This is an optimization exercise on Yosys and OpenROAD, whose aim is small area, not a production implementation. Function was checked by simulation only, so behaviour that the tests miss may differ from the original. Power and IR drop assume default switching activity.

## flow/design.v (module list and top-level ports; edited modules follow where they fit)
// module flc_fine: 2430 lines
module flc_fine (
    input  wire               clk,
    input  wire               rst,         
    input  wire               med_en,      
    input  wire [6:0]         r1,          
    input  wire [5:0]         r2,          
    input  wire [6:0]         ntap,        
    input  wire               coef_we,
    input  wire [5:0]         coef_addr,
    input  wire [23:0]        coef_data,   
    input  wire               bit_en,
    input  wire               bit_in,
    output reg                out_valid,
    output reg signed [26:0]  out_data
);
  // ...
==> flow/run.sh <==
#!/bin/bash
# synth_recipe.tcl (not shown) runs the flow's synth.tcl, then flattens the netlist and writes it again
# the make line also repeats each setting of config.mk as NAME=value (left out here)
make -C /OpenROAD-flow-scripts/flow DESIGN_CONFIG=/design/flow/config.mk WORK_HOME=/design/flow/orfs CLKGATE_MAP_FILE= SYNTH_SCRIPT=/design/flow/synth_recipe.tcl finish
==> flow/config.mk <==
export PLATFORM = sky130hd
export DESIGN_NAME = flc_fine
export DESIGN_NICKNAME = flc_fine
export VERILOG_FILES = /design/flow/design.v
export SDC_FILE = /design/flow/constraint.sdc
export NUM_CORES = 4
export LEC_CHECK = 0
export CAP_MARGIN = 20
export CORE_MARGIN = 2
export CORE_UTILIZATION = 60
export CTS_BUF_LIST = sky130_fd_sc_hd__clkbuf_16
export CTS_CLUSTER_DIAMETER = 80
export CTS_CLUSTER_SIZE = 30
export PLACE_DENSITY = 0.75
export SLEW_MARGIN = 20
==> flow/constraint.sdc <==
create_clock -name core_clock -period 13.0 [get_ports {clk}]
set_input_delay 2.6000 -clock core_clock [delete_from_list [all_inputs] [get_ports {clk}]]
set_output_delay 2.6000 -clock core_clock [all_outputs]
set_load 0.01 [all_outputs]
==> results.py, run 1 <==
metrics = {
    "status": {
        "outcome": "complete, no violations",
    },
    "worst_setup_path": {
        "path_delay_family": "adder cells",
        "r2r_cells": 50,
        "crit_path_start_kind": "input pin",
        "crit_fanout": 10,
        "r2r_setup_slack_ps": 550,
        "cp-startpoint": "r1[0]",
        "reg2reg_start": "ta[0]",
    },
    "finish": {
        "n_sequential_cell": 2420,
        "top_regs": "cr: 768 flops, ar: 608 flops, br: 608 flops",
        "finish.cell_count_without_fillers": 8342,
        "mostFrequentLayoutCells": "2343 x dfxtp_1, 715 x nor2_1, 495 x a21oi_1",
        "clock_tree_area_fraction_pct": 3.33,
        "final.signal_buffer_count": 354,
    },
    "synthesis": {
        "synth_edf_count": 75,
        "synth_top_area_share_pct": 60.4,
        "synthesis.area_sq_mm": 0.0777,
        "synth.yosys.seq_area_share_pct": 63.3,
        "post-synth-top-count-cell": "dfxtp_1",
        "synthesis.nets": 6959,
    },
    "power": {
        "clock_power_share_pct": 28.3,
        "p_switching_uw": 2890,
        "sw_frac_of_total_pct": 22.7,
        "design_power_uw": 12700,
    },
    "cts": {
        "cts_root_buf": "clkbuf_16",
        "clock_sinks": 2420,
        "clkLatencyLatePin_ps": 760,
        "number_of_buffers_created_by_cts": 96,
        "cts_tree": "yes",
    },
    "global_route": {
        "grt.met2_usage_pct": 36.7,
        "grt_util_met3_pct": 3.03,
        "groute.layer.met1.usage_pct": 32.4,
    },
    "timing": {
        "tightestPinTransition_ps": 1170,
        "slew_viol_final": 0,
        "final.hold.worst_slack_ps": 307,
    },
    "floorplanning": {
        "die_w_microns": 364,
        "floorplan.rows": 132,
        "core_area_sq_mm": 0.129,
        "die-area_sq_mm": 0.132,
    },
    "placement": {
        "numPortBuffers": 83,
    },
    "routing": {
        "detailedRoute.firstIterationViolations": 2896,
    },
}
==> run 2: changes to the inputs <==
--- a/flow/design.v
+++ b/flow/design.v
@@ -151,16 +151,17 @@
     reg        [6:0]  cnt;         
     reg        [5:0]  r2c;
     reg               fin1, fin2;  
     reg               pw1, pw2, pst;  
     reg               pass;
     reg        [5:0]  vc;          
     reg               pdup;        
     reg signed [48:0] acc;        
+    reg               az;          
     wire       p     = r1[0];      
     wire [6:0] hh    = (ntap + 7'd1) >> 1;
     wire [6:0] lo    = (ntap > 7'd32) ? ntap - 7'd33 : 7'd0;
     wire [4:0] tb    = ntap[4:0] - 5'd2 - lo[4:0];
     wire       lapa_on = lapa[0];
     wire       lapb_on = (lapb != 5'd0);
     wire       hit   = (r2c == r2 - 6'd1);
     wire [5:0] r2c_n = hit ? 6'd0 : r2c + 6'd1;
@@ -185,17 +186,17 @@
     wire        hi    = fin2 || (!fin1 && vc[5]);
     wire [23:0] cw    = (fin1 || fin2) ? c0 : pc;
     wire signed [12:0] ch = hi ? {cw[23], cw[23:12]} : {1'b0, cw[11:0]};
     wire signed [19:0] xav = (fin1 || fin2) ? {m_data, p} : ((vis && av) ? {port_a, p} : 20'sd0);
     wire       usen  = ueq && (bpre || lapb_on);
     wire signed [19:0] xbv = (vis && bv && !fin1 && !fin2) ? {usen ? anext : port_b, p} : 20'sd0;
     wire signed [20:0] ps;
     wire signed [33:0] prod;
-    wire        [48:0] acc0   = pst ? 49'd0 : acc;
+    wire        [48:0] acc0   = (pst || az) ? 49'd0 : acc;
     wire signed [48:0] addend = hi ? {{3{prod[33]}}, prod, 12'd0} : {{15{prod[33]}}, prod};
     wire        [48:0] acc_n;
     wire mq_1;
     wire mq_2;
     wire mq_3;
     wire mq_4;
     wire mq_5;
     wire mq_6;
@@ -2352,17 +2353,18 @@
             buf_b <= m_data;
         else if (capture)
             buf_b <= port_a;
     end
     wire loade   = (ta == 5'd31) && (aold || m_valid);
     wire bstart  = bpre && (since == 2'd3) && (ta + 5'd1 == tb);
     wire capture = needbuf && (aold ? (ta != 5'd31 && ta + 5'd1 == lo[4:0]) : (ta == lo[4:0]));
     always @(posedge clk) begin
-        ta <= ta + 5'd1;
+        ta  <= ta + 5'd1;
+        acc <= acc_n;
         if (rst) begin
             aold    <= 1'b0;
             lapa    <= 5'd0;
             bpre    <= 1'b0;
             lapb    <= 5'd0;
             needbuf <= 1'b0;
             since   <= 2'd0;
             cnt     <= 7'd0;
@@ -2370,17 +2372,17 @@
             fin1    <= 1'b0;
             fin2    <= 1'b0;
             pw1     <= 1'b0;
             pw2     <= 1'b0;
             pst     <= 1'b0;
             pass    <= 1'b0;
             vc      <= 6'd0;
             pdup    <= 1'b0;
-            acc     <= 49'sd0;
+            az      <= 1'b1;
             out_valid <= 1'b0;
         end else begin
             if (loade) begin
                 aold <= 1'b0;
                 lapa <= 5'd1;
             end else begin
                 if (m_valid)
                     aold <= 1'b1;
@@ -2409,17 +2411,18 @@
                     cnt <= cnt + 7'd1;
             end
             fin1 <= m_valid && hit;
             fin2 <= fin1;
             pw1  <= m_valid && (r2c_n == r2 - 6'd1);
             pw2  <= pw1;
             pst  <= pw2;
             out_valid <= fin2;
-            acc  <= acc_n;
+            if (fin1 || pst)
+                az <= 1'b0;
             if (pst) begin
                 pass <= 1'b1;
                 vc   <= 6'd0;
             end else if (vis) begin
                 vc <= vc + 6'd1;
                 if (vc == 6'd63)
                     pass <= 1'b0;
             end
==> run 2 against run 1 <==
  * Still clean
  * Via count fell by 0.71%
  * Clock-buffer cell count rose by 6
  * Synthesized cell count is 0.93% lower
  * Power is 3.4% higher
  * Clock skew increased by 34 ps
  * Register-to-register slack gained 140 ps
  * Routed wire length decreased by 0.90%
  * Clock power is 2% higher
  * Global-route usage down 0.13 points
  * Combinational power increased by 8.8%
  * First-iteration DRC count fell by 0.45%
  * Non-clock buffer count fell by 3
  * Highest routed layer is now met5
==> results.py, run 2 <==
metrics = {
    "floorplanning": {
        "floorplan.initialDensity_pct": 60.5,
        "core_area_sq_mm": 0.128,
        "die_height_microns": 363,
        "die_w_microns": 363,
        "die-area_sq_mm": 0.132,
        "floorplan.rows": 131,
        "num_io_pins": 84,
    },
    "synthesis": {
        "synth-compound-area-share_pct": 6.33,
        "synthesis.area_sq_mm": 0.0772,
        "synthesis.nets": 6899,
        "synth.yosys.seq_area_share_pct": 63.7,
        "synth_flop_cell": "dfxtp_1",
        "ys_warn_count": 4,
        "synthSimpleGateAreaFrac_pct": 7.30,
        "average_cell_area_after_synthesis_sq_um": 12.1,
        "synth_edf_count": 75,
        "cells_taking_the_most_area_after_synthesis": "dfxtp_1 61%, fa_1 7.2%, mux2i_1 5.3%",
        "synthDominantAreaCellType": "dfxtp_1",
        "yosys.area_share.adder_pct": 9.88,
        "synth-seq-cells": 2421,
        "synth.mux.area_fraction_pct": 7.08,
        "synthCells": 6399,
        "synth.lib_cells_used.distinct": 78,
        "synth_top_cells_by_count": "2346 x dfxtp_1, 674 x nor2_1, 487 x a21oi_1, 412 x mux2i_1, 378 x inv_1",
        "synth_top_area_share_pct": 60.8,
        "post-synth-top-count-cell": "dfxtp_1",
        "parity_gate_share_of_the_synthesized_area_counting_xor_and_xnor_cells_pct": 1.92,
        "largest_family_of_logic_cells_by_synthesized_area": "adder cells",
        "asyncSetResetFlopFracSynth_pct": 0,
    },
    "power": {
        "sw_frac_of_total_pct": 22.7,
        "cell_internal_power_uw": 10200,
        "p_switching_uw": 2990,
        "seq_power_share_pct": 65.2,
        "ir_worst_vdd_v": 0.000174,
        "share_comb_of_total_power_pct": 6.9,
        "cellPowerDensity_mw_per_mm2": 157,
        "total_leakage_power_uw": 0.0371,
        "clock_power_share_pct": 27.9,
    },
    "worst_setup_path": {
        "timing.setup.critical_path_class": "input pin to flip-flop",
        "crit_path_start_kind": "input pin",
        "cpMaxStageDelayCell": "fa_1",
        "logic_depth_of_the_worst_path_buffers_included": 49,
        "cpMostUsedCell": "fa_1",
        "r2r_cells": 50,
        "critPathRequiredTime_ps": 13630,
        "worst_path_largest_cell_delay_ps": 560,
        "path_delay_family": "adder cells",
        "critPathBufInv": 12,
        "critical_path_arrival_ps": 13070,
        "crit_path_end_kind": "flip-flop",
        "crit_fanout": 9,
    },
    "routing": {
        "wl_per_cell_microns": 18.1,
        "met2_length_mm": 68.4,
        "wl_met1_mm": 69.9,
        "detailed_route_vias_per_instance": 5.20,
        "drc_errors": 0,
        "top_layer_used": "met5",
        "vias": 42659,
        "sum_of_met3_wire_segment_lengths_after_detailed_routing_mm": 5.66,
        "detailedRoute.firstIterationViolations": 2883,
        "finalWirelength_mm": 148,
        "antenna_left": 0,
        "detailedRoute.firstPassIterationCount": 6,
    },
    "finish": {
        "finish.utilization_pct": 65.7,
        "top_register": "cr",
        "share_of_post_route_cells_with_drive_strength_above_1_pct": 8.30,
        "top_regs": "cr: 768 flops, ar: 608 flops, br: 608 flops",
        "mostFrequentLayoutCells": "2345 x dfxtp_1, 671 x nor2_1, 484 x a21oi_1",
        "multi_input_area_sq_mm": 0.0253,
        "final_common_cell": "dfxtp_1",
        "fillerInstances": 9429,
        "largest_reg_flops": 768,
        "flow.area_growth_from_synthesis_pct": 8.65,
        "fin_nets": 7001,
        "seqCellArea_sq_mm": 0.0492,
    },
    "cts": {
        "cts_htree_levels": 3,
        "clkLatencyLatePin_ps": 770,
        "max-clock-path-buffers": 3,
        "cts_root_buf": "clkbuf_16",
        "clock_sinks": 2421,
        "cts_tree": "yes",
        "clkSlewWorstSetupHoldPaths_ps": 100,
        "number_of_buffers_created_by_cts": 97,
    },
    "hold_path": {
        "min_path_type": "flip-flop to flip-flop",
        "min_path_cells": 0,
    },
    "global_route": {
        "grt_antenna_before_repair": 6,
        "overflow": 0,
        "first_global_vias": 42984,
        "grt_max_degree": 140,
        "overall_track_demand_over_capacity_in_global_routing_pct": 22.7,
        "grt_pass1_wl_mm": 237,
    },
    "placement": {
        "gp_congestion": 0.890,
        "preCtsSetupSlack_ps": -1110,
        "detailed_place_hpwl_mm": 99.3,
        "numPortBuffers": 83,
    },
    "timing": {
        "report.final.hold_viol_count": 0,
        "max_freq_ghz": 0.0804,
        "fin_ws_ps": 558,
        "min_period_over_period_pct": 95.7,
        "timing.final.setup_violations": 0,
        "slew_viol_final": 0,
        "min_period_ps": 12440,
        "tightestPinTransition_ps": 1090,
        "grt_setup_unrepaired": "no",
        "slew_headroom_pct": 27.0,
        "timing.clock.skew_ps": 69.8,
    },
    "status": {
        "outcome": "complete, no violations",
    },
    "job": {
        "max_cap_viol_count": 0,
    },
}
-- run 2: changes by cell type after synthesis, moves of 14 or more --
| cell | delta |
|---|---|
| clkbuf_1 | +50 |
| nor2b_1 | -71 |
| mux2_4 | -18 |
| nand2_1 | +14 |
| buf_4 | -19 |
| and2_1 | +42 |
| mux2_1 | +18 |
| nor2_1 | -44 |
| buf_2 | -28 |
| xor2_1 | +15 |
-- run 2: repair_timing --
| item | 4_1_cts | 5_1_grt |
|---|---|---|
| endpoints found under the setup margin | 10 | 28 |
| hold buffers | 0 | 0 |
| buffers inserted | 2 | 1 |
| pin swaps | 2 | 14 |
| cloned | 0 | 0 |
| gates resized for setup | 10 | 31 |
-- run 2: worst paths after layout --
kind / startpoint / end / slack (ps)
setup reg to reg: ta[0] / acc[43] / 690
setup / recovery: r1[0] / acc[39] / 560
hold reg to reg: ar[19][17] / ar[20][17] / 300
hold / removal: ar[19][17] / ar[20][17] / 300
-- run 2: stage by stage --
| step | total power (uW) | TNS, ps | cell area [sq um] | instances | hold WS [ps] |
|---|---|---|---|---|---|
| floorplan | 9260 | 0 | 77200 | 6399 | 310 |
| finish | 13200 | 0 | 83900 | 8207 | 301 |
| global placement | 9600 | -11270 | 80800 | 8061 | 310 |
| CTS | 13300 | 0 | 83800 | 8205 | 301 |
| global route | 13700 | 0 | 83900 | 8206 | 293 |
| detailed placement | 9640 | -16570 | 80800 | 8061 | 312 |
-- run 2: area by class of cell --
type,count,area share (%)
Clock buffer,102,3.04
Antenna cell,1,0.00298
Timing Repair Buffer,351,3.46
Clock inverter,40,0.491
Sequential cell,2421,58.7
Inverter,379,1.70
Tap cell,1662,2.48
Multi-Input combinational cell,3251,30.2
-- run 2: cell families after synthesis --
family	Yosys count
flops	2421
simple gates	1280
compound gates	838
buf+inv	727
mux	521
fa+ha+maj	444
xor+xnor	168
-- run 2: power groups by stage --
stage	sequential (uW)	clock (uW)	combinational, uW
2_1_floorplan	8650	0	610
3_3_place_gp	8730	0	870
3_5_place_dp	8750	0	887
4_1_cts	8600	3750	900
5_1_grt	8670	4020	994
6_report	8590	3670	907
-- run 2: layer usage --
metal,vias to the layer above,global-route usage (%)
met2,803,36.9
met3,243,3.07
met1,20728,31.8
li1,20883,-
met4,2,7.04
met5,-,0

[separate check: timing with driven ports]
In the flow no input, the clock included, has a driving cell. The finished layouts below were timed again as built, in two steps. Step 1 sets driving cells, clkbuf_16 on the clock port and buf_2 on the other inputs (assumed; they add their load-dependent delay and slew). Step 2 times the ports against the registers' clock, not the clock port: input delays grow and output delays shrink by t, the midpoint of the rising clock arrivals with the driver on. Three values: no drivers, after step 1, after step 2; two values: the first two.
run | shift t [ns] | setup slack, ns | worst setup path after step 2
run 1 | 0.819 | 0.448 / 0.501 / -0.318 | input to register
run 2 | 0.802 | 0.558 / 0.524 / -0.279 | input to register
Met with ideal ports but missed after step 2: setup timing in run 1 and run 2. For run 2, which loses most, drivers alone change the setup slack by -0.034 ns; drivers and shift together by -0.837 ns.
